Source: an optimization exercise on an open RTL-to-GDS flow (aim: small area, a short achievable clock period and few clock cycles). Production flows keep margins and buffers that such runs may drop. Function was checked by simulation only, so behaviour that the tests miss may differ from the original. Power is estimated from default activity; no workload was simulated.

==> flow/design.v, too long to show whole: its modules and the start of the top module <==
// module loop_sample_unit: 521 lines
// module lsu_mac: 1371 lines
module loop_sample_unit (
    input  wire        clk,
    input  wire        rst,
    input  wire        start,
    input  wire        first,
    input  wire        restart,
    input  wire [31:0] pv_raw,
    input  wire [31:0] target,
    output wire        ready,
    output reg         done,
    output reg  [31:0] out_val,
    output wire        limited,
    output wire [4:0]  sat_cnt,
    output reg         mem_re,
    output reg  [6:0]  mem_raddr,
    input  wire [31:0] mem_rdata,
    output reg         mem_we,
    output reg  [6:0]  mem_waddr,
    output reg  [31:0] mem_wdata
);
  // ...
==> flow/run.sh <==
#!/bin/bash
# synth_recipe.tcl (not shown) runs the flow's synth.tcl, then flattens the netlist and writes it again
# the make line also repeats each setting of config.mk as NAME=value (left out here)
make -C /OpenROAD-flow-scripts/flow DESIGN_CONFIG=/design/flow/config.mk WORK_HOME=/design/flow/orfs CLKGATE_MAP_FILE= SYNTH_SCRIPT=/design/flow/synth_recipe.tcl finish
==> flow/config.mk <==
export PLATFORM = sky130hd
export DESIGN_NAME = loop_sample_unit
export DESIGN_NICKNAME = loop_sample_unit
export VERILOG_FILES = /design/flow/design.v
export SDC_FILE = /design/flow/constraint.sdc
export NUM_CORES = 8
export LEC_CHECK = 0
export CAP_MARGIN = 20
export CORE_MARGIN = 2
export CORE_UTILIZATION = 40
export PLACE_DENSITY = 0.6
export SLEW_MARGIN = 20
==> flow/constraint.sdc <==
create_clock -name core_clock -period 25.0 [get_ports {clk}]
set_input_delay 5.0000 -clock core_clock [delete_from_list [all_inputs] [get_ports {clk}]]
set_output_delay 5.0000 -clock core_clock [all_outputs]
set_load 0.01 [all_outputs]
==> flow_summary.toml, run 1 <==
[power]
seq_power_share_pct = 22.4
internal_power_w = 0.00635
pwr.group.clock_w = 0.00220
p_sw_w = 0.00581
switching_share_pct = 47.8

[worst_setup_path]
cp_slowest_stage_delay_ns = 0.74
crit_family = "simple AND/OR/NAND/NOR gates"
crit_required_ns = 25.53
crit_path_top_delay_cell = "nand2_1"
critPathCapture = "bng[10]"
path_buf_inv = 4
worstReg2RegStart = "cs_s[2]"

[timing]
max_freq_ghz = 0.133
finalClockSkew_ns = 0.113

[synthesis]
synth_common_cells = "inv_1, nand2_1, o21ai_0, ha_1, edfxtp_1"
synth-compound-area-share_pct = 20.9
syn_nets = 12800
synth-edff-count = 739
async_flop_share_pct = 0
ys_top_cells_by_area = "edfxtp_1, fa_1, ha_1"

[layout]
final-nonclk-buf-share_pct = 3.88
drive_gt1_share_pct = 6.19
post-route-util_pct = 44.7
postLayoutCellArea_mm2 = 0.114
seqCellArea_mm2 = 0.0305
multi_input_comb_cells = 8195

[floorplan]
die-area_mm2 = 0.260

[outcome]
status = "timing/DRC/antenna clean"

[global_route]
grt.busiest_layer = "met2"

[min_path]
min_to = "ord1[3]"

[detailed_routing]
top_layer_used = "met5"
wirelength_um = 494000
Testbench counts, summed over its fixed seeds: cycles 13,739.
==> module loop_sample_unit, before the edit <==
module loop_sample_unit (
    input  wire        clk,
    input  wire        rst,
    input  wire        start,
    input  wire        first,
    input  wire        restart,
    input  wire [31:0] pv_raw,
    input  wire [31:0] target,
    output wire        ready,
    output reg         done,
    output reg  [31:0] out_val,
    output wire        limited,
    output wire [4:0]  sat_cnt,
    output reg         mem_re,
    output reg  [6:0]  mem_raddr,
    input  wire [31:0] mem_rdata,
    output reg         mem_we,
    output reg  [6:0]  mem_waddr,
    output reg  [31:0] mem_wdata
);
    localparam [6:0] W_IN_GAIN = 7'd1,  W_IN_OFS = 7'd2,  W_SP_DB = 7'd5,
                     W_RAMP    = 7'd6,  W_UMIN   = 7'd7,  W_UMAX  = 7'd8,
                     W_RLIM    = 7'd9,  W_OUT_GAIN = 7'd11, W_MASK = 7'd13,
                     W_MODE    = 7'd14, W_W      = 7'd15, W_T_REF = 7'd16,
                     W_U_LAST  = 7'd17;
    localparam [4:0] T_NONE = 5'd0,  T_INGAIN = 5'd1,  T_INOFS = 5'd2,  T_MASK = 5'd3,
                     T_TREF = 5'd4,  T_SPDB   = 5'd5,  T_MODE  = 5'd6,  T_W    = 5'd7,
                     T_RAMP = 5'd8,  T_AS1L   = 5'd9,  T_AS1H  = 5'd10, T_AB0  = 5'd11,
                     T_RLIM = 5'd12, T_UMIN   = 5'd13, T_UMAX  = 5'd14, T_ULAST = 5'd15,
                     T_BS2L = 5'd16, T_BS2H   = 5'd17, T_BB1   = 5'd18, T_BA1  = 5'd19,
                     T_BS1L = 5'd21, T_BS1H = 5'd22, T_BB2  = 5'd23,
                     T_BA2  = 5'd24, T_OUTG   = 5'd25, T_BUB1  = 5'd26, T_BUB2 = 5'd27;
    localparam [2:0] O_NONE = 3'd0, O_PV = 3'd1, O_Y = 3'd2, O_N1 = 3'd3,
                     O_N1V = 3'd4, O_N2 = 3'd5, O_OUT = 3'd6;
    localparam [1:0] P_IDLE = 2'd0, P_RUN = 2'd1, P_WAIT = 2'd2;
    localparam signed [65:0] SLIM_P = 66'sh0_0FFF_FFFF_E000_0000;
    localparam signed [65:0] SLIM_N = -66'sh0_0FFF_FFFF_E000_0000;
    function [6:0] sec_base;
        input [2:0] j;
        begin
            sec_base = 7'd20 + {j, 3'b000} + {3'b000, j, 1'b0};
        end
    endfunction
    function sat_hi;
        input [65:0] v;
        begin
            sat_hi = !v[65] & ((|v[64:60]) | ((&v[59:29]) & (|v[28:0])));
        end
    endfunction
    function sat_lo;
        input [65:0] v;
        begin
            sat_lo = v[65] & (!(&v[64:60]) | !(|v[59:29]));
        end
    endfunction
    function [47:0] booth_enc;
        input [31:0] b;
        input        neg;
        integer i;
        reg [32:0] bx;
        begin
            bx = {b, 1'b0};
            for (i = 0; i < 16; i = i + 1) begin
                booth_enc[i]      = bx[2*i+1] ^ bx[2*i];
                booth_enc[16 + i] = (bx[2*i+2] & ~bx[2*i+1] & ~bx[2*i]) | (~bx[2*i+2] & bx[2*i+1] & bx[2*i]);
                booth_enc[32 + i] = bx[2*i+2] ^ neg;
            end
        end
    endfunction
    function [2:0] lowest;
        input [7:0] m;
        begin
            casez (m)
                8'b???????1: lowest = 3'd0;
                8'b??????10: lowest = 3'd1;
                8'b?????100: lowest = 3'd2;
                8'b????1000: lowest = 3'd3;
                8'b???10000: lowest = 3'd4;
                8'b??100000: lowest = 3'd5;
                8'b?1000000: lowest = 3'd6;
                default:     lowest = 3'd7;
            endcase
        end
    endfunction
    reg [1:0]  phase;
    reg        ready_q;
    reg [2:0]  wcnt;
    reg [7:0]  ig_q, remA, remB;
    reg [3:0]  ordA, ordB;
    reg [4:0]  rtag, tag1, tag0, tagd;
    reg [2:0]  rsec, sec1, sec0;
    reg [3:0]  rord, ord1, ord0;
    assign ready = ready_q;
    wire accept = start & ready_q;
    reg [31:0] t_q;
    reg        first_q, restart_q;
    reg [31:0] rd0, rd1, rd2, rd3;
    reg        dpos, dneg;
    wire       dnz = dpos | dneg;
    wire [2:0] jA = lowest(remA);
    wire [2:0] jB = lowest(remB);
    wire [6:0] baseA = sec_base(jA);
    wire [6:0] baseB = sec_base(jB);
    reg  [6:0] nx_addr;
    reg  [4:0] nx_tag;
    reg  [2:0] nx_sec;
    reg        nx_re;
    always @(*) begin
        nx_re   = 1'b1;
        nx_addr = W_IN_GAIN;
        nx_tag  = T_NONE;
        nx_sec  = jB;
        case (rtag)
            T_INOFS: begin nx_addr = W_MASK;  nx_tag = T_MASK; end
            T_MASK:  begin nx_addr = W_T_REF; nx_tag = T_TREF; end
            T_TREF:  begin nx_addr = W_SP_DB; nx_tag = T_SPDB; end
            T_SPDB:  begin nx_addr = W_MODE;  nx_tag = T_MODE; end
            T_MODE:  begin nx_addr = W_W;     nx_tag = T_W;    end
            T_W:     begin nx_addr = W_RAMP;  nx_tag = T_RAMP; end
            T_RAMP, T_AB0: begin
                nx_sec = jA;
                if (remA != 8'd0) begin
                    nx_addr = baseA + 7'd6; nx_tag = T_AS1L;
                end else begin
                    nx_addr = W_RLIM; nx_tag = T_RLIM;
                end
            end
            T_AS1L:  begin nx_sec = jA; nx_addr = baseA + 7'd7; nx_tag = T_AS1H; end
            T_AS1H:  begin nx_sec = jA; nx_addr = baseA;        nx_tag = T_AB0;  end
            T_RLIM:  begin nx_addr = W_UMIN;   nx_tag = T_UMIN;  end
            T_UMIN:  begin nx_addr = W_UMAX;   nx_tag = T_UMAX;  end
            T_UMAX, T_ULAST, T_BA2: begin
                if (rtag == T_UMAX && rd0 != 32'd0) begin
                    nx_addr = W_U_LAST; nx_tag = T_ULAST;
                end else if (remB != 8'd0) begin
                    nx_addr = baseB + 7'd8; nx_tag = T_BS2L;
                end else if (rtag != T_BA2) begin
                    nx_re = 1'b0; nx_tag = T_BUB1;       
                end else begin
                    nx_addr = W_OUT_GAIN; nx_tag = T_OUTG;
                end
            end
            T_BUB1:  begin nx_re = 1'b0; nx_tag = T_BUB2; end
            T_BUB2:  begin nx_addr = W_OUT_GAIN; nx_tag = T_OUTG; end
            T_BS2L:  begin nx_addr = baseB + 7'd9; nx_tag = T_BS2H; end
            T_BS2H:  begin nx_addr = baseB + 7'd1; nx_tag = T_BB1;  end
            T_BB1:   begin nx_addr = baseB + 7'd3; nx_tag = T_BA1; end
            T_BA1:   begin
                if (ig_q[jB] & dnz) begin
                    nx_addr = baseB + 7'd6; nx_tag = T_BS1L;
                end else begin
                    nx_addr = baseB + 7'd2; nx_tag = T_BB2;
                end
            end
            T_BS1L:  begin nx_addr = baseB + 7'd7; nx_tag = T_BS1H; end
            T_BS1H:  begin nx_addr = baseB + 7'd2; nx_tag = T_BB2; end
            T_BB2:   begin nx_addr = baseB + 7'd4; nx_tag = T_BA2; end
            default: ;
        endcase
        if (phase == P_IDLE) begin
            nx_addr = accept ? W_IN_OFS : W_IN_GAIN;
            nx_tag  = accept ? T_INOFS : T_NONE;
            nx_re   = 1'b1;
        end
    end
    always @(posedge clk) begin
        if (rst) begin
            phase     <= P_IDLE;
            ready_q   <= 1'b1;
            done      <= 1'b0;
            mem_re    <= 1'b1;
            mem_raddr <= W_IN_GAIN;
            rtag      <= T_NONE;
            tag1      <= T_NONE;
            tag0      <= T_NONE;
            tagd      <= T_NONE;
        end else begin
            done      <= 1'b0;
            mem_re    <= nx_re;
            mem_raddr <= nx_addr;
            rtag      <= nx_tag;
            tag1      <= (phase == P_IDLE && accept) ? T_INGAIN : rtag;
            tag0      <= tag1;
            tagd      <= tag0;
            case (phase)
                P_IDLE: if (accept) begin
                    phase   <= P_RUN;
                    ready_q <= 1'b0;
                end
                P_RUN: if (rtag == T_OUTG) begin
                    phase <= P_WAIT;
                    wcnt  <= 3'd3;
                end
                default: begin
                    wcnt <= wcnt - 3'd1;
                    if (wcnt == 3'd0) begin
                        phase   <= P_IDLE;
                        ready_q <= 1'b1;
                        done    <= 1'b1;
                    end
                end
            endcase
        end
    end
    always @(posedge clk) begin
        rsec <= nx_sec;
        rord <= (nx_tag == T_AS1L || nx_tag == T_AS1H || nx_tag == T_AB0) ? ordA : ordB;
        sec1 <= rsec;
        ord1 <= rord;
        sec0 <= sec1;
        ord0 <= ord1;
        if (nx_tag == T_AB0) begin
            remA <= remA & ~(8'd1 << jA);
            ordA <= ordA + 4'd1;
        end
        if (nx_tag == T_BA2) begin
            remB <= remB & ~(8'd1 << jB);
            ordB <= ordB + 4'd1;
        end
        if (tag0 == T_MASK) begin
            remA <= rd0[7:0];
            remB <= rd0[7:0];
            ig_q <= rd0[23:16];
        end
        if (tag1 == T_INGAIN) begin
            ordA <= 4'd0;
            ordB <= 4'd0;
        end
        rd0  <= mem_rdata;
        rd1  <= rd0;
        rd2  <= rd1;
        rd3  <= rd2;
        if (accept) begin
            t_q       <= target;
            first_q   <= first;
            restart_q <= restart;
        end
    end
    reg  [15:0] bone, btwo, bng;     
    reg  [31:0] ma;                  
    reg         acc_q, e1_q;
    reg  [65:0] cs_s, cs_c, racc;
    reg  [2:0]  m2op, pop;
    reg  [2:0]  m2sec;
    reg  [3:0]  pord, m2ord;
    wire [65:0] m_d0 = acc_q ? cs_s : e1_q ? {{2{rd1[31]}}, rd1, rd2} : 66'd0;
    wire [65:0] m_d1 = acc_q ? cs_c : 66'd0;
    wire [65:0] m_s, m_c;
    lsu_mac mac (.a(ma), .bone(bone), .btwo(btwo), .bng(bng), .d0(m_d0), .d1(m_d1), .s(m_s), .c(m_c));
    always @(posedge clk) begin
        acc_q <= (tag1 == T_BA1) || (tag1 == T_BA2);
        e1_q  <= (tag1 == T_AB0) || (tag1 == T_BB1);
        if (tag1 == T_INGAIN || tag1 == T_AB0 || tag1 == T_BB1 || tag1 == T_BA1 ||
            tag1 == T_BB2 || tag1 == T_BA2 || tag1 == T_OUTG)
            ma <= mem_rdata;
    end
    reg [2:0] m1op;
    always @(*) begin
        case (tag0)
            T_INGAIN: m1op = O_PV;
            T_AB0:    m1op = O_Y;
            T_BA1:    m1op = (tag1 == T_BS1L) ? O_N1V : O_N1;
            T_BA2:    m1op = O_N2;
            T_OUTG:   m1op = O_OUT;
            default:  m1op = O_NONE;
        endcase
    end
    wire [65:0]        m2_sum  = cs_s + cs_c;
    wire signed [65:0] m2_sums = m2_sum;
    wire               m2_satp = sat_hi(m2_sum);
    wire               m2_satn = sat_lo(m2_sum);
    wire [63:0]        m2_n    = m2_satp ? SLIM_P[63:0] : m2_satn ? SLIM_N[63:0] : m2_sum[63:0];
    wire               m2_isn  = (m2op == O_N1) || (m2op == O_N1V) || (m2op == O_N2);
    always @(posedge clk) begin
        cs_s  <= m_s;
        cs_c  <= m_c;
        racc  <= m2_sum;
        m2sec <= sec0;
        m2ord <= ord0;
        pord  <= m2ord;
        if (rst) begin
            m2op <= O_NONE;
            pop  <= O_NONE;
        end else begin
            m2op <= m1op;
            pop  <= m2op;
        end
    end
    wire        p_rb   = racc[28] & (racc[29] | (|racc[27:0]));
    wire [34:0] p_rnd  = racc[63:29] + {34'd0, p_rb};
    wire signed [65:0] racc_s = racc;
    wire        p_ovf  = !racc[65] & ((|racc[64:60]) | (&racc[59:28]));
    wire        p_unf  = racc[65] & (!(&racc[64:61]) | (!racc[60] & !(&racc[59:28])));
    wire [31:0] p_r32  = p_ovf ? 32'h7FFF_FFFF : p_unf ? 32'h8000_0000 : p_rnd[31:0];
    wire        p_satp = sat_hi(racc);
    wire        p_satn = sat_lo(racc);
    wire        p_sat  = p_satp | p_satn;
    wire [31:0] p_y    = p_satp ? 32'h7FFF_FFFF : p_satn ? 32'h8000_0001 : p_rnd[31:0];
    reg  [31:0] pv_q, mode_q;
    reg  [34:0] pvr_q;               
    reg         pv2;
    wire signed [35:0] pv_sum = {pvr_q[34], pvr_q} + {{4{rd2[31]}}, rd2};    
    wire        [31:0] pv_sat = (!pv_sum[35] & (|pv_sum[34:31]))  ? 32'h7FFF_FFFF :
                                (pv_sum[35] & !(&pv_sum[34:31])) ? 32'h8000_0000 : pv_sum[31:0];
    reg  signed [32:0] diff_q;       
    reg         wsel_q, ramp_q;
    wire signed [32:0] t_s    = {t_q[31], t_q};
    wire signed [32:0] sub_b  = (tag0 == T_W && wsel_q) ? {pv_q[31], pv_q} : {rd0[31], rd0};
    wire signed [32:0] sub_r  = t_s - sub_b;
    wire signed [34:0] lim35  = {3'b000, rd0};
    wire signed [34:0] dif35  = {{2{diff_q[32]}}, diff_q};
    wire signed [34:0] c_hi   = lim35 - dif35;            
    wire signed [34:0] c_lo   = dif35 + lim35;            
    wire               c_gt   = c_hi[34];
    wire               c_lt   = c_lo[34];
    wire               exceed = c_gt | c_lt;
    wire        [31:0] w0       = wsel_q ? pv_q : rd1;
    wire               ramping0 = wsel_q ? (rd0 != 32'd0) : mode_q[26];
    wire        [31:0] sp_w1    = first_q ? w0 :
                                  (ramping0 & c_gt) ? w0 + rd0 :
                                  (ramping0 & c_lt) ? w0 - rd0 : t_q;
    wire               sp_rnew  = first_q ? ramping0 : (ramping0 & (c_gt | c_lt));
    wire signed [32:0] x0_v  = diff_q - {pv_q[31], pv_q};
    wire        [31:0] x0    = (!x0_v[32] & x0_v[31]) ? 32'h7FFF_FFFF :
                               (x0_v[32] & !x0_v[31]) ? 32'h8000_0000 : x0_v[31:0];
    reg  [31:0] xc;                  
    reg         rz_q, rlgt_q, rllt_q, lim_q;
    wire signed [34:0] xc35   = {{3{xc[31]}}, xc};
    wire signed [34:0] ul35   = {{3{rd0[31]}}, rd0};
    wire signed [34:0] rl35   = {3'b000, rd3};
    wire signed [34:0] rl_hi  = rl35 + ul35 - xc35;       
    wire signed [34:0] rl_lo  = xc35 - ul35 + rl35;       
    wire               rl_gt  = rl_hi[34];
    wire               rl_lt  = rl_lo[34];
    wire        [31:0] rl_ur  = rl_gt ? rd0 + rd3 : rl_lt ? rd0 - rd3 : xc;
    wire               cl_now = (tagd == T_UMAX && rz_q) || (tagd == T_ULAST);
    wire signed [31:0] cl_max = rz_q ? rd1 : rd2;
    wire signed [31:0] cl_min = rz_q ? rd2 : rd3;
    wire signed [31:0] cl_ur  = rz_q ? xc : diff_q[31:0];
    wire signed [31:0] xc_s   = xc;
    wire               cl_blo = cl_ur < cl_min;
    wire               cl_bhi = cl_ur > cl_max;
    wire               cl_mm  = cl_min > cl_max;
    wire               cl_eqx = cl_ur == cl_max;
    wire               cl_tmx = cl_blo ? cl_mm : cl_bhi;           
    wire               cl_tmn = cl_blo & !cl_mm;                    
    wire        [31:0] cl_u   = cl_tmx ? cl_max : cl_tmn ? cl_min : cl_ur;
    wire               cl_flg = cl_tmx ? !cl_eqx : cl_tmn;
    wire signed [32:0] cd_mx  = {xc_s[31], xc_s} - {cl_max[31], cl_max};
    wire signed [32:0] cd_mn  = {xc_s[31], xc_s} - {cl_min[31], cl_min};
    wire               cl_dp  = cl_tmx ? (!cd_mx[32] && cd_mx != 33'sd0) :
                                cl_tmn ? (!cd_mn[32] && cd_mn != 33'sd0) : (!rz_q & rlgt_q);
    wire               cl_dn  = cl_tmx ? cd_mx[32] : cl_tmn ? cd_mn[32] : (!rz_q & rllt_q);
    assign limited = lim_q;
    reg [31:0] fifo0, fifo1, fifo2, fifo3, fifo4, fifo5, fifo6, fifo7, fifo8;
    reg [31:0] fifo_rd;
    wire [3:0] fifo_ra = ord1 + {3'd0, (tag1 == T_BA1) || (tag1 == T_BA2)};
    always @(*) begin
        case (fifo_ra)
            4'd0: fifo_rd = fifo0;
            4'd1: fifo_rd = fifo1;
            4'd2: fifo_rd = fifo2;
            4'd3: fifo_rd = fifo3;
            4'd4: fifo_rd = fifo4;
            4'd5: fifo_rd = fifo5;
            4'd6: fifo_rd = fifo6;
            4'd7: fifo_rd = fifo7;
            default: fifo_rd = fifo8;
        endcase
    end
    reg  [31:0] mb_n;
    reg         mb_ld, mb_neg;
    always @(*) begin
        mb_ld  = 1'b1;
        mb_neg = 1'b0;
        mb_n   = fifo_rd;
        if (accept)
            mb_n = pv_raw;
        else if (tagd == T_RAMP)
            mb_n = x0;
        else if (pop == O_Y)
            mb_n = p_y;
        else if (tag1 == T_OUTG)
            mb_n = xc;
        else if (tag1 == T_BA1 || tag1 == T_BA2)
            mb_neg = 1'b1;
        else if (tag1 != T_BB1 && tag1 != T_BB2)
            mb_ld = 1'b0;
    end
    reg  [31:0] hhi, nlo;
    reg  [2:0]  wsec;
    reg         commit_q;
    reg         ws_n1hi, ws_mv, ws_n2hi, ws_ulast, ws_mode;
    reg  [4:0]  satc;
    assign sat_cnt = satc;
    wire signed [64:0] mv_d  = {hhi[31], hhi, nlo} - {rd0[31], rd0, rd1};
    wire               mv_gt = !mv_d[64] && (mv_d != 65'sd0);
    wire               mv_lt = mv_d[64];
    wire               mv_commit = !((dpos & mv_gt) | (dneg & mv_lt));
    always @(posedge clk) begin
        if (mb_ld)
            {bng, btwo, bone} <= booth_enc(mb_n, mb_neg);
        pv2 <= (pop == O_PV);
        if (pop == O_PV)
            pvr_q <= p_rnd;
        if (pv2)
            pv_q <= pv_sat;
        if (tag0 == T_TREF || tag0 == T_W)
            diff_q <= sub_r;
        if (tag0 == T_RAMP)
            diff_q <= {sp_w1[31], sp_w1};
        if (tag0 == T_ULAST)
            diff_q <= {rl_ur[31], rl_ur};
        if (tag0 == T_SPDB)
            wsel_q <= first_q | restart_q | exceed;
        if (tag0 == T_MODE)
            mode_q <= rd0;
        if (tag0 == T_RAMP)
            ramp_q <= sp_rnew;
        if (tagd == T_RAMP) begin
            xc    <= x0;
            fifo0 <= x0;
        end
        if (pop == O_Y) begin
            xc <= p_y;
            case (pord)
                4'd0: fifo1 <= p_y;
                4'd1: fifo2 <= p_y;
                4'd2: fifo3 <= p_y;
                4'd3: fifo4 <= p_y;
                4'd4: fifo5 <= p_y;
                4'd5: fifo6 <= p_y;
                4'd6: fifo7 <= p_y;
                default: fifo8 <= p_y;
            endcase
        end
        if (tag0 == T_RLIM)
            rz_q <= (rd0 == 32'd0);
        if (tag0 == T_ULAST) begin
            rlgt_q <= rl_gt;
            rllt_q <= rl_lt;
        end
        if (cl_now) begin
            xc    <= cl_u;
            lim_q <= cl_flg | (!rz_q & (rlgt_q | rllt_q));
            dpos  <= cl_dp;
            dneg  <= cl_dn;
        end
        if (pop == O_OUT)
            out_val <= p_r32;
        if (tag1 == T_INGAIN)
            satc <= 5'd0;
        else if ((pop == O_Y && p_sat) || (m2_isn && (m2_satp || m2_satn)))
            satc <= satc + 5'd1;
    end
    wire wr_tref = (tag0 == T_SPDB);
    wire wr_w    = (tag0 == T_RAMP);
    wire wr_n1   = (m2op == O_N1) || (m2op == O_N1V);
    wire wr_n2   = (m2op == O_N2);
    always @(posedge clk) begin
        if (rst) begin
            mem_we   <= 1'b0;
            ws_n1hi  <= 1'b0;
            ws_mv    <= 1'b0;
            ws_n2hi  <= 1'b0;
            ws_ulast <= 1'b0;
            ws_mode  <= 1'b0;
        end else begin
            ws_ulast <= cl_now;
            ws_mode  <= ws_ulast;
            ws_mv    <= (m2op == O_N1V);
            ws_n1hi  <= (m2op == O_N1) || ws_mv;
            ws_n2hi  <= wr_n2;
            mem_we   <= wr_tref || wr_w || ws_ulast || ws_mode || (m2op == O_N1) ||
                        (ws_mv & mv_commit) || ((ws_n1hi || wr_n2 || ws_n2hi) & commit_q);
        end
    end
    always @(posedge clk) begin
        if (wr_tref) begin
            mem_waddr <= W_T_REF;
            mem_wdata <= (first_q | exceed) ? t_q : rd1;
        end
        if (wr_w) begin
            mem_waddr <= W_W;
            mem_wdata <= sp_w1;
        end
        if (ws_ulast) begin
            mem_waddr <= W_U_LAST;
            mem_wdata <= xc;
        end
        if (ws_mode) begin
            mem_waddr <= W_MODE;
            mem_wdata <= {mode_q[31:27], ramp_q, lim_q, mode_q[24], mode_q[23:0] + 24'd1};
        end
        if (wr_n1) begin
            wsec      <= m2sec;
            mem_waddr <= sec_base(m2sec) + 7'd6;
            mem_wdata <= m2_n[31:0];
            nlo       <= m2_n[31:0];
            hhi       <= m2_n[63:32];
            commit_q  <= 1'b1;
        end
        if (ws_mv) begin
            mem_wdata <= nlo;
            commit_q  <= mv_commit;
        end
        if (ws_n1hi) begin
            mem_waddr <= sec_base(wsec) + 7'd7;
            mem_wdata <= hhi;
        end
        if (wr_n2) begin
            mem_waddr <= sec_base(wsec) + 7'd8;
            mem_wdata <= m2_n[31:0];
            hhi       <= m2_n[63:32];
        end
        if (ws_n2hi) begin
            mem_waddr <= sec_base(wsec) + 7'd9;
            mem_wdata <= hhi;
        end
    end
endmodule
==> run 2, diff against run 1 <==
--- a/flow/design.v
+++ b/flow/design.v
@@ -31,5 +31,6 @@
                      T_BS1L = 5'd21, T_BS1H = 5'd22, T_BB2  = 5'd23,
-                     T_BA2  = 5'd24, T_OUTG   = 5'd25, T_BUB1  = 5'd26, T_BUB2 = 5'd27;
+                     T_BA2  = 5'd24, T_OUTG   = 5'd25, T_BUB1  = 5'd26, T_BUB2 = 5'd27,
+                     T_RS1L = 5'd28, T_RS1H   = 5'd29, T_RB0   = 5'd30;
     localparam [2:0] O_NONE = 3'd0, O_PV = 3'd1, O_Y = 3'd2, O_N1 = 3'd3,
-                     O_N1V = 3'd4, O_N2 = 3'd5, O_OUT = 3'd6;
+                     O_N1V = 3'd4, O_N2 = 3'd5, O_OUT = 3'd6, O_YR = 3'd7;
     localparam [1:0] P_IDLE = 2'd0, P_RUN = 2'd1, P_WAIT = 2'd2;
@@ -88,3 +89,3 @@
     reg [7:0]  ig_q, remA, remB;
-    reg [3:0]  ordA, ordB;
+    reg [3:0]  ordc;
     reg [4:0]  rtag, tag1, tag0, tagd;
@@ -94,5 +95,9 @@
     wire accept = start & ready_q;
-    reg [31:0] t_q;
+    reg [31:0] t_q, raw_d;
     reg        first_q, restart_q;
     reg [31:0] rd0, rd1, rd2, rd3;
+    reg        ru_ul, ru_spdb, ru_ramp, ru_w;
+    reg        wsel_q;
+    wire       sp_now = (ru_ramp && wsel_q) || ru_w;
+    reg        sp_nowd, sp_nowdd;
     reg        dpos, dneg;
@@ -113,11 +118,12 @@
         case (rtag)
-            T_INOFS: begin nx_addr = W_MASK;  nx_tag = T_MASK; end
-            T_MASK:  begin nx_addr = W_T_REF; nx_tag = T_TREF; end
-            T_TREF:  begin nx_addr = W_SP_DB; nx_tag = T_SPDB; end
-            T_SPDB:  begin nx_addr = W_MODE;  nx_tag = T_MODE; end
-            T_MODE:  begin nx_addr = W_W;     nx_tag = T_W;    end
-            T_W:     begin nx_addr = W_RAMP;  nx_tag = T_RAMP; end
-            T_RAMP, T_AB0: begin
+            T_TREF:  begin nx_addr = W_SP_DB; nx_tag = T_SPDB;  end
+            T_SPDB:  begin nx_addr = W_MASK;  nx_tag = T_MASK;  end
+            T_MASK:  begin nx_addr = W_IN_OFS; nx_tag = T_INOFS; end
+            T_INOFS: begin nx_addr = W_MODE;  nx_tag = T_MODE;  end
+            T_MODE:  begin nx_addr = W_RAMP;  nx_tag = T_RAMP;  end
+            T_RAMP, T_W, T_AB0: begin
                 nx_sec = jA;
-                if (remA != 8'd0) begin
+                if (rtag == T_RAMP && !wsel_q) begin
+                    nx_addr = W_W; nx_tag = T_W;
+                end else if (remA != 8'd0) begin
                     nx_addr = baseA + 7'd6; nx_tag = T_AS1L;
@@ -134,2 +140,4 @@
                     nx_addr = W_U_LAST; nx_tag = T_ULAST;
+                end else if (remB != 8'd0 && ordc[3:2] != 2'd0) begin
+                    nx_addr = baseB + 7'd6; nx_tag = T_RS1L;    
                 end else if (remB != 8'd0) begin
@@ -144,2 +152,5 @@
             T_BUB2:  begin nx_addr = W_OUT_GAIN; nx_tag = T_OUTG; end
+            T_RS1L:  begin nx_addr = baseB + 7'd7; nx_tag = T_RS1H; end
+            T_RS1H:  begin nx_addr = baseB;        nx_tag = T_RB0;  end
+            T_RB0:   begin nx_addr = baseB + 7'd8; nx_tag = T_BS2L; end
             T_BS2L:  begin nx_addr = baseB + 7'd9; nx_tag = T_BS2H; end
@@ -160,4 +171,4 @@
         if (phase == P_IDLE) begin
-            nx_addr = accept ? W_IN_OFS : W_IN_GAIN;
-            nx_tag  = accept ? T_INOFS : T_NONE;
+            nx_addr = accept ? W_T_REF : W_IN_GAIN;
+            nx_tag  = accept ? T_TREF : T_NONE;
             nx_re   = 1'b1;
@@ -176,2 +187,6 @@
             tagd      <= T_NONE;
+            ru_ramp   <= 1'b0;
+            ru_w      <= 1'b0;
+            sp_nowd   <= 1'b0;
+            sp_nowdd  <= 1'b0;
         end else begin
@@ -184,2 +199,6 @@
             tagd      <= tag0;
+            ru_ramp   <= (tag1 == T_RAMP);
+            ru_w      <= (tag1 == T_W);
+            sp_nowd   <= sp_now;
+            sp_nowdd  <= sp_nowd;
             case (phase)
@@ -206,3 +225,3 @@
         rsec <= nx_sec;
-        rord <= (nx_tag == T_AS1L || nx_tag == T_AS1H || nx_tag == T_AB0) ? ordA : ordB;
+        rord <= ordc;
         sec1 <= rsec;
@@ -211,10 +230,11 @@
         ord0 <= ord1;
-        if (nx_tag == T_AB0) begin
-            remA <= remA & ~(8'd1 << jA);
-            ordA <= ordA + 4'd1;
-        end
-        if (nx_tag == T_BA2) begin
-            remB <= remB & ~(8'd1 << jB);
-            ordB <= ordB + 4'd1;
-        end
+        raw_d <= pv_raw;
+        if (rtag == T_AS1H)
+            remA <= remA & (remA - 8'd1);
+        if (rtag == T_BB2)
+            remB <= remB & (remB - 8'd1);
+        if (rtag == T_AS1H || rtag == T_BB2)
+            ordc <= ordc + 4'd1;
+        if (rtag == T_RLIM)
+            ordc <= 4'd0;
         if (tag0 == T_MASK) begin
@@ -224,6 +244,4 @@
         end
-        if (tag1 == T_INGAIN) begin
-            ordA <= 4'd0;
-            ordB <= 4'd0;
-        end
+        if (tag1 == T_INGAIN)
+            ordc <= 4'd0;
         rd0  <= mem_rdata;
@@ -232,2 +250,4 @@
         rd3  <= rd2;
+        if (pop == O_YR)
+            t_q <= p_y;
         if (accept) begin
@@ -251,4 +271,4 @@
         acc_q <= (tag1 == T_BA1) || (tag1 == T_BA2);
-        e1_q  <= (tag1 == T_AB0) || (tag1 == T_BB1);
-        if (tag1 == T_INGAIN || tag1 == T_AB0 || tag1 == T_BB1 || tag1 == T_BA1 ||
+        e1_q  <= (tag1 == T_AB0) || (tag1 == T_BB1) || (tag1 == T_RB0);
+        if (tag1 == T_INGAIN || tag1 == T_AB0 || tag1 == T_RB0 || tag1 == T_BB1 || tag1 == T_BA1 ||
             tag1 == T_BB2 || tag1 == T_BA2 || tag1 == T_OUTG)
@@ -261,2 +281,3 @@
             T_AB0:    m1op = O_Y;
+            T_RB0:    m1op = O_YR;
             T_BA1:    m1op = (tag1 == T_BS1L) ? O_N1V : O_N1;
@@ -299,60 +320,57 @@
     reg  [31:0] pv_q, mode_q;
-    reg  [34:0] pvr_q;               
-    reg         pv2;
-    wire signed [35:0] pv_sum = {pvr_q[34], pvr_q} + {{4{rd2[31]}}, rd2};    
+    wire        pv2 = (tag0 == T_INOFS);
+    reg  [31:0] xc;                  
+    reg  [34:0] diff_q;
+    wire signed [32:0] dq33   = diff_q[32:0];
+    wire signed [35:0] pv_sum = {diff_q[34], diff_q} + {{4{rd0[31]}}, rd0};    
     wire        [31:0] pv_sat = (!pv_sum[35] & (|pv_sum[34:31]))  ? 32'h7FFF_FFFF :
                                 (pv_sum[35] & !(&pv_sum[34:31])) ? 32'h8000_0000 : pv_sum[31:0];
-    reg  signed [32:0] diff_q;       
-    reg         wsel_q, ramp_q;
-    wire signed [32:0] t_s    = {t_q[31], t_q};
-    wire signed [32:0] sub_b  = (tag0 == T_W && wsel_q) ? {pv_q[31], pv_q} : {rd0[31], rd0};
-    wire signed [32:0] sub_r  = t_s - sub_b;
-    wire signed [34:0] lim35  = {3'b000, rd0};
-    wire signed [34:0] dif35  = {{2{diff_q[32]}}, diff_q};
-    wire signed [34:0] c_hi   = lim35 - dif35;            
-    wire signed [34:0] c_lo   = dif35 + lim35;            
-    wire               c_gt   = c_hi[34];
-    wire               c_lt   = c_lo[34];
-    wire               exceed = c_gt | c_lt;
-    wire        [31:0] w0       = wsel_q ? pv_q : rd1;
-    wire               ramping0 = wsel_q ? (rd0 != 32'd0) : mode_q[26];
-    wire        [31:0] sp_w1    = first_q ? w0 :
-                                  (ramping0 & c_gt) ? w0 + rd0 :
-                                  (ramping0 & c_lt) ? w0 - rd0 : t_q;
-    wire               sp_rnew  = first_q ? ramping0 : (ramping0 & (c_gt | c_lt));
-    wire signed [32:0] x0_v  = diff_q - {pv_q[31], pv_q};
+    reg         ramp_q;
+    wire        [31:0] ru_base = ru_spdb ? rd1 : ru_ramp ? pv_q : rd0;
+    wire        [31:0] ru_tgt  = ru_ul ? xc : t_q;
+    wire        [31:0] ru_lim  = ru_ul ? rd3 : ru_w ? rd1 : rd0;
+    wire signed [34:0] ru_b35  = {{3{ru_base[31]}}, ru_base};
+    wire signed [34:0] ru_t35  = {{3{ru_tgt[31]}}, ru_tgt};
+    wire signed [34:0] ru_l35  = {3'b000, ru_lim};
+    wire signed [34:0] ru_hi   = ru_l35 + ru_b35 - ru_t35;       
+    wire signed [34:0] ru_lo   = ru_t35 - ru_b35 + ru_l35;       
+    wire               ru_gt   = ru_hi[34];
+    wire               ru_lt   = ru_lo[34];
+    wire        [31:0] ru_res  = ru_gt ? ru_base + ru_lim : ru_lt ? ru_base - ru_lim : ru_tgt;
+    wire               exceed  = ru_gt | ru_lt;
+    wire        [31:0] w0       = wsel_q ? pv_q : rd0;
+    wire               ramping0 = wsel_q ? (ru_lim != 32'd0) : mode_q[26];
+    wire        [31:0] sp_w1    = first_q ? w0 : ramping0 ? ru_res : t_q;
+    wire               sp_rnew  = first_q ? ramping0 : (ramping0 & (ru_gt | ru_lt));
+    reg                rz_q;
+    wire signed [31:0] cl_max = rz_q ? rd1 : rd2;
+    wire signed [31:0] cl_min = rz_q ? rd2 : rd3;
+    wire        [31:0] sb_a  = sp_nowd ? diff_q[31:0] : xc;
+    wire        [31:0] sb_b  = sp_nowd ? pv_q : rd0;
+    wire signed [32:0] x0_v  = {sb_a[31], sb_a} - {sb_b[31], sb_b};
     wire        [31:0] x0    = (!x0_v[32] & x0_v[31]) ? 32'h7FFF_FFFF :
                                (x0_v[32] & !x0_v[31]) ? 32'h8000_0000 : x0_v[31:0];
-    reg  [31:0] xc;                  
-    reg         rz_q, rlgt_q, rllt_q, lim_q;
-    wire signed [34:0] xc35   = {{3{xc[31]}}, xc};
-    wire signed [34:0] ul35   = {{3{rd0[31]}}, rd0};
-    wire signed [34:0] rl35   = {3'b000, rd3};
-    wire signed [34:0] rl_hi  = rl35 + ul35 - xc35;       
-    wire signed [34:0] rl_lo  = xc35 - ul35 + rl35;       
-    wire               rl_gt  = rl_hi[34];
-    wire               rl_lt  = rl_lo[34];
-    wire        [31:0] rl_ur  = rl_gt ? rd0 + rd3 : rl_lt ? rd0 - rd3 : xc;
+    reg         rlgt_q, rllt_q, lim_q;
     wire               cl_now = (tagd == T_UMAX && rz_q) || (tagd == T_ULAST);
-    wire signed [31:0] cl_max = rz_q ? rd1 : rd2;
-    wire signed [31:0] cl_min = rz_q ? rd2 : rd3;
-    wire signed [31:0] cl_ur  = rz_q ? xc : diff_q[31:0];
+    reg                xmx_gt, xmx_lt, xmn_gt, xmn_lt, cmm_q;
     wire signed [31:0] xc_s   = xc;
-    wire               cl_blo = cl_ur < cl_min;
-    wire               cl_bhi = cl_ur > cl_max;
-    wire               cl_mm  = cl_min > cl_max;
-    wire               cl_eqx = cl_ur == cl_max;
-    wire               cl_tmx = cl_blo ? cl_mm : cl_bhi;           
-    wire               cl_tmn = cl_blo & !cl_mm;                    
+    wire signed [31:0] rd1_s  = rd1;
+    wire signed [31:0] rd0_s  = rd0;
+    wire signed [32:0] cd_mx  = x0_v;
+    wire signed [32:0] cd_mn  = {xc_s[31], xc_s} - {rd1_s[31], rd1_s};
+    wire signed [31:0] cl_ur  = rz_q ? xc : diff_q[31:0];
+    wire               cl_blo = rz_q ? xmn_lt : (cl_ur < cl_min);
+    wire               cl_bhi = rz_q ? xmx_gt : (cl_ur > cl_max);
+    wire               cl_eqx = rz_q ? !(xmx_gt | xmx_lt) : (cl_ur == cl_max);
+    wire               cl_tmx = cl_blo ? cmm_q : cl_bhi;           
+    wire               cl_tmn = cl_blo & !cmm_q;                    
     wire        [31:0] cl_u   = cl_tmx ? cl_max : cl_tmn ? cl_min : cl_ur;
     wire               cl_flg = cl_tmx ? !cl_eqx : cl_tmn;
-    wire signed [32:0] cd_mx  = {xc_s[31], xc_s} - {cl_max[31], cl_max};
-    wire signed [32:0] cd_mn  = {xc_s[31], xc_s} - {cl_min[31], cl_min};
-    wire               cl_dp  = cl_tmx ? (!cd_mx[32] && cd_mx != 33'sd0) :
-                                cl_tmn ? (!cd_mn[32] && cd_mn != 33'sd0) : (!rz_q & rlgt_q);
-    wire               cl_dn  = cl_tmx ? cd_mx[32] : cl_tmn ? cd_mn[32] : (!rz_q & rllt_q);
+    wire               cl_dp  = cl_tmx ? xmx_gt : cl_tmn ? xmn_gt : (!rz_q & rlgt_q);
+    wire               cl_dn  = cl_tmx ? xmx_lt : cl_tmn ? xmn_lt : (!rz_q & rllt_q);
     assign limited = lim_q;
-    reg [31:0] fifo0, fifo1, fifo2, fifo3, fifo4, fifo5, fifo6, fifo7, fifo8;
+    reg [31:0] fifo0, fifo1, fifo2, fifo3, fifo4;
     reg [31:0] fifo_rd;
-    wire [3:0] fifo_ra = ord1 + {3'd0, (tag1 == T_BA1) || (tag1 == T_BA2)};
+    wire       fifo_y  = (tag1 == T_BA1) || (tag1 == T_BA2);
+    wire [3:0] fifo_ra = (ord1[3:2] != 2'd0) ? {3'd2, fifo_y} : ord1 + {3'd0, fifo_y};
     always @(*) begin
@@ -364,6 +382,3 @@
             4'd4: fifo_rd = fifo4;
-            4'd5: fifo_rd = fifo5;
-            4'd6: fifo_rd = fifo6;
-            4'd7: fifo_rd = fifo7;
-            default: fifo_rd = fifo8;
+            default: fifo_rd = t_q;
         endcase
@@ -376,6 +391,6 @@
         mb_n   = fifo_rd;
-        if (accept)
-            mb_n = pv_raw;
-        else if (tagd == T_RAMP)
-            mb_n = x0;
+        if (tag1 == T_INGAIN)
+            mb_n = raw_d;
+        else if (sp_nowdd)
+            mb_n = xc;                   
         else if (pop == O_Y)
@@ -386,6 +401,5 @@
             mb_neg = 1'b1;
-        else if (tag1 != T_BB1 && tag1 != T_BB2)
+        else if (tag1 != T_BB1 && tag1 != T_BB2 && tag1 != T_RB0)
             mb_ld = 1'b0;
     end
-    reg  [31:0] hhi, nlo;
     reg  [2:0]  wsec;
@@ -395,3 +409,3 @@
     assign sat_cnt = satc;
-    wire signed [64:0] mv_d  = {hhi[31], hhi, nlo} - {rd0[31], rd0, rd1};
+    wire signed [64:0] mv_d  = {diff_q[31], diff_q[31:0], pv_q} - {rd0[31], rd0, rd1};
     wire               mv_gt = !mv_d[64] && (mv_d != 65'sd0);
@@ -402,13 +416,18 @@
             {bng, btwo, bone} <= booth_enc(mb_n, mb_neg);
-        pv2 <= (pop == O_PV);
+        ru_ul   <= (tag1 == T_ULAST);
+        ru_spdb <= (tag1 == T_SPDB);
         if (pop == O_PV)
-            pvr_q <= p_rnd;
+            diff_q <= p_rnd;
         if (pv2)
             pv_q <= pv_sat;
-        if (tag0 == T_TREF || tag0 == T_W)
-            diff_q <= sub_r;
-        if (tag0 == T_RAMP)
-            diff_q <= {sp_w1[31], sp_w1};
+        if (sp_now)
+            diff_q <= {{3{sp_w1[31]}}, sp_w1};
         if (tag0 == T_ULAST)
-            diff_q <= {rl_ur[31], rl_ur};
+            diff_q <= {{3{ru_res[31]}}, ru_res};
+        if (m2op == O_N1 || m2op == O_N1V) begin
+            pv_q   <= m2_n[31:0];
+            diff_q <= {3'd0, m2_n[63:32]};
+        end
+        if (m2op == O_N2)
+            diff_q <= {3'd0, m2_n[63:32]};
         if (tag0 == T_SPDB)
@@ -417,5 +436,5 @@
             mode_q <= rd0;
-        if (tag0 == T_RAMP)
+        if (sp_now)
             ramp_q <= sp_rnew;
-        if (tagd == T_RAMP) begin
+        if (sp_nowd) begin
             xc    <= x0;
@@ -430,13 +449,19 @@
                 4'd3: fifo4 <= p_y;
-                4'd4: fifo5 <= p_y;
-                4'd5: fifo6 <= p_y;
-                4'd6: fifo7 <= p_y;
-                default: fifo8 <= p_y;
+                default: ;
             endcase
         end
+        if (tag1 == T_BA2 && ord1[3:2] != 2'd0)
+            fifo4 <= t_q;
         if (tag0 == T_RLIM)
             rz_q <= (rd0 == 32'd0);
+        if (tag0 == T_UMAX) begin
+            xmx_gt <= !cd_mx[32] && (cd_mx != 33'sd0);
+            xmx_lt <= cd_mx[32];
+            xmn_gt <= !cd_mn[32] && (cd_mn != 33'sd0);
+            xmn_lt <= cd_mn[32];
+            cmm_q  <= rd1_s > rd0_s;
+        end
         if (tag0 == T_ULAST) begin
-            rlgt_q <= rl_gt;
-            rllt_q <= rl_lt;
+            rlgt_q <= ru_gt;
+            rllt_q <= ru_lt;
         end
@@ -455,4 +480,5 @@
     end
-    wire wr_tref = (tag0 == T_SPDB);
-    wire wr_w    = (tag0 == T_RAMP);
+    reg  exc_q;
+    wire wr_tref = (tag0 == T_MASK);
+    wire wr_w    = sp_nowd;
     wire wr_n1   = (m2op == O_N1) || (m2op == O_N1V);
@@ -477,44 +503,31 @@
     end
+    wire [31:0] wd_mode = {mode_q[31:27], ramp_q, lim_q, mode_q[24], mode_q[23:0] + 24'd1};
+    wire        wd_hi   = ws_n1hi | ws_n2hi;
+    wire        wd_any  = wr_tref | wr_w | ws_ulast | ws_mode | wr_n1 | ws_mv | wr_n2 | wd_hi;
+    wire [31:0] wd      = ({32{wr_tref}}       & ((first_q | exc_q) ? t_q : rd2)) |
+                          ({32{ws_ulast}}      & xc) |
+                          ({32{ws_mode}}       & wd_mode) |
+                          ({32{wr_n1 | wr_n2}} & m2_n[31:0]) |
+                          ({32{ws_mv}}         & pv_q) |
+                          ({32{wd_hi | wr_w}}  & diff_q[31:0]);
+    wire [2:0]  wa_sec  = wr_n1 ? m2sec : wsec;
+    wire [6:0]  wa      = ({7{wr_tref}}  & W_T_REF) |
+                          ({7{wr_w}}     & W_W) |
+                          ({7{ws_ulast}} & W_U_LAST) |
+                          ({7{ws_mode}}  & W_MODE) |
+                          ({7{wr_n1 | ws_n1hi | wr_n2 | ws_n2hi}} &
+                           (sec_base(wa_sec) + {5'd0, wr_n2 | ws_n2hi, ws_n1hi | ws_n2hi}) + 7'd6);
     always @(posedge clk) begin
-        if (wr_tref) begin
-            mem_waddr <= W_T_REF;
-            mem_wdata <= (first_q | exceed) ? t_q : rd1;
-        end
-        if (wr_w) begin
-            mem_waddr <= W_W;
-            mem_wdata <= sp_w1;
-        end
-        if (ws_ulast) begin
-            mem_waddr <= W_U_LAST;
-            mem_wdata <= xc;
-        end
-        if (ws_mode) begin
-            mem_waddr <= W_MODE;
-            mem_wdata <= {mode_q[31:27], ramp_q, lim_q, mode_q[24], mode_q[23:0] + 24'd1};
-        end
-        if (wr_n1) begin
-            wsec      <= m2sec;
-            mem_waddr <= sec_base(m2sec) + 7'd6;
-            mem_wdata <= m2_n[31:0];
-            nlo       <= m2_n[31:0];
-            hhi       <= m2_n[63:32];
-            commit_q  <= 1'b1;
-        end
-        if (ws_mv) begin
-            mem_wdata <= nlo;
-            commit_q  <= mv_commit;
-        end
-        if (ws_n1hi) begin
-            mem_waddr <= sec_base(wsec) + 7'd7;
-            mem_wdata <= hhi;
-        end
-        if (wr_n2) begin
-            mem_waddr <= sec_base(wsec) + 7'd8;
-            mem_wdata <= m2_n[31:0];
-            hhi       <= m2_n[63:32];
-        end
-        if (ws_n2hi) begin
-            mem_waddr <= sec_base(wsec) + 7'd9;
-            mem_wdata <= hhi;
-        end
+        if (wd_any)
+            mem_wdata <= wd;
+        if (wd_any & !ws_mv)
+            mem_waddr <= wa;
+        if (wr_n1)
+            wsec <= m2sec;
+        if (wr_n1)
+            commit_q <= 1'b1;
+        if (ws_mv)
+            commit_q <= mv_commit;
+        if (tag0 == T_SPDB)
+            exc_q <= exceed;
     end
==> run 2 against run 1 <==
  * Non-clock buffer count increased by 37
  * Clock skew is 0.024 ns lower
  * Highest routed layer unchanged
  * First-iteration DRC count grew 3.1%
  * Still clean on timing, DRC and antenna
  * Setup slack worse by 1.1 ns
  * Maximum frequency shrank 12%
  * Utilization hardly changed
  * Global-route usage is 2.7 points higher
==> flow_summary.toml, run 2 <==
[layout]
reg.largest.list = "cs_s (66), racc (66), cs_c (65)"
fin_cells = 13300
seqCellArea_mm2 = 0.0246
drive_gt1_share_pct = 8.16
post-route-util_pct = 44.7
nets = 11400
layout_common_cells = "inv_1, nand2_1, a21oi_1"
syn_to_final_growth_pct = 11.3
fillerInstances = 21900
final_common_cell = "inv_1"
multiInputGateArea_mm2 = 0.0600

[power]
power_w = 0.0118
powerDensity_mw_per_mm2 = 116
ir_drop_mv = 0.146
p_leak_nw = 42.3

[synthesis]
dominantRegCellSynth = "edfxtp_1"
synth.most_common_cell = "inv_1"
async_flop_share_pct = 0
syn_avg_cell_area_um2 = 8.98
synth_cell_types = 103
synthCells = 10200
synth_common_cells = "inv_1, nand2_1, a21oi_1, fa_1, nor2_1"
ys_seq_elements = 970
synth_top_area_cell = "edfxtp_1"
ys_top_cells_by_area = "edfxtp_1, fa_1, dfxtp_1"
syn_area_mm2 = 0.0912
synth-edff-count = 514
ys_seq_area_share_pct = 26.9
syn_nets = 11400
ys_warn_count = 1
synth.top_cell.area_share_pct = 16.9

[worst_setup_path]
worstSetupEndpointType = "register"
worstPathCellList = "buf_4, nor2_1, a21oi_1, fa_1, inv_1, ha_1, a21o_1, a21o_1, a21oi_1, nor4_1, a211o_1, a21o_1, o21ai_0, and2_1, clkinv_1, buf_4, nand2_1, a2bb2oi_1, mux2i_1, a2111oi_0, a211oi_1"
crit_required_ns = 25.53
worst_path_most_repeated_cell = "a21o_1"
r2r_end = "diff_q[27]"
crit_path_top_delay_cell = "nand2_1"
worstReg2RegStart = "ru_ul"
startpoint_type = "register"
rr_worst_depth = 21
cp_max_fo = 70
cp-startpoint = "ru_ul"
r2r_slack_ns = 16.44
worst_ep_arrival_time_ns = 9.09
crit_type = "reg2reg"
critPathCapture = "diff_q[27]"
cp_slowest_stage_delay_ns = 0.87

[floorplan]
coreArea_mm2 = 0.227
num_rows = 175
start_util_pct = 40.2
die_w_um = 481
die_y_um = 481
ios = 189
die-area_mm2 = 0.232

[timing]
tns_ns = 0
period_minus_slack_ns = 8.56
tightest_slew_ns = 1.34
slew_viol_final = 0
finalClockSkew_ns = 0.0889
min_period_over_period_pct = 34.3
rsz0062_at_grt = "false"
setup_violations = 0
hold_viol_final = 0
max_freq_ghz = 0.117
slew_headroom_pct = 9.42

[outcome]
status = "timing/DRC/antenna clean"

[detailed_routing]
wirelength_um = 471000
via_per_inst = 6.47
dr_total_vias = 86100
ant_nets = 0
drc = 0
wl_per_cell_um = 35.4
drt_iter0_drc = 13800
dr.pass1.iters = 7

[global_route]
grt_max_degree = 102
grt_pass1_vias = 81700
antenna_found_initial = 57
gr-total-overflow = 0
track_usage_pct = 39.6
grt_pass1_wl_um = 646000

[min_path]
min_path_type = "reg2reg"

[clock_network]
clkTransAtPathRegs_ns = 0.06
clk_latency_ns = 0.86
htree_levels = 3
cts_setup_buffers = 0
cts_root_buf = "clkbuf_16"
cts_buffers = 114
ctsResizeCount = 0
clock_path_buffers = 3
holdBufCountCts = 0
cts_tree = "done"
cts.sinks = 970

[placement]
hpwlAfterDp_um = 362000
dp_cells = 13100
globalplace.congestion = 1.14
port_buffers = 188

[job]
drv_cap = 0
[run 2: cell type report]
cell class                      instances  area share [%]
Clock inverter                         62           0.742
Multi-Input combinational cell       7374            59.1
Sequential cell                       970            24.2
Inverter                             1143            4.23
Clock buffer                          155            3.26
Tap cell                             3009            3.71
Antenna cell                           30          0.0739
Timing Repair Buffer                  563            4.65
[run 2: how the worst min path moves through the flow]
stage | slack, ns | startpoint | end | cells past startpoint
floorplan | 0.31 | ord0[0] | m2ord[0] | 0
global placement | 0.31 | rsec[1] | sec1[1] | 0
detailed placement | 0.31 | rsec[0] | sec1[0] | 0
CTS | 0.33 | ord0[2] | m2ord[2] | 0
global route | 0.33 | rsec[1] | sec1[1] | 0
finish | 0.33 | sec1[1] | sec0[1] | 0
[run 2: worst max-delay path: cells and delay by family, from the launching register on]
kind | cells | cell delay, ns
flops | 1 | 0.63
mux | 1 | 0.10
compound gates | 10 | 2.72
fa+ha+maj | 2 | 0.77
simple gates | 4 | 1.85
buf+inv | 4 | 2.06
[run 2: per-layer routing]
layer / GRT usage, % / up-vias / routed length (um)
met5: 0.0621 / - / 210
met4: 28.9 / 16 / 42300
met3: 12.7 / 1344 / 62700
met2: 54.7 / 6174 / 188000
met1: 51.6 / 42800 / 178000
li1: - / 35700 / -
[run 2: through the flow]
step	area (um^2)	hold WS [ns]	setup WS (ns)
2_1_floorplan	91200	0.310	18.26
3_3_place_gp	97300	0.312	16.89
3_5_place_dp	97400	0.313	16.78
4_1_cts	101000	0.327	16.78
5_1_grt	101000	0.330	16.20
6_report	102000	0.327	16.44
[run 2: logic make-up (layout without fill, tap and decap cells)]
kind of cell,Yosys count,count (layout),synth area share (%)
mux,405,405,4.86
simple gates,2244,2244,11.6
xor+xnor,782,782,7.51
flops,970,970,26.9
fa+ha+maj,1201,1201,21.5
other cells,0,30,0
compound gates,2742,2742,20.0
buf+inv,1811,1923,7.50
[run 2: power by group]
group	internal [W]	switching (W)	total, W	leakage [nW]
Sequential	0.00212	0.000188	0.00230	8.48
Clock	0.00104	0.000796	0.00184	1.95
Combinational	0.00260	0.00507	0.00768	31.9
Testbench counts of run 2, summed over its fixed seeds: cycles 13,536.

## what the ideal ports hide
The results above use ideal ports. As a check the final layouts listed here were re-extracted and re-timed, cells and wires unchanged. Step 1 assumes that a clkbuf_16 drives the clock port and a buf_2 every other input. Step 2 also shifts input and output timing later by t, the mid clock arrival at the registers, as if the neighbouring blocks saw the same clock. Three values: ideal, step 1, step 2; two values: the first two.
run	t (ns)	setup slack, ns	worst setup path at the end	latest minus earliest clock arrival (ns)	worst data-port slew with drivers (ns)
run 1	0.907	17.493 / 17.564 / 16.657	input to register	0.114 / 0.114	0.10
run 2	0.918	16.437 / 16.437 / 16.437	register to register	0.088 / 0.089	0.10
After both steps every run listed still meets setup and hold. The setup slack of run 1, which loses most, moves by +0.071 ns with the drivers and by -0.836 ns with both steps.
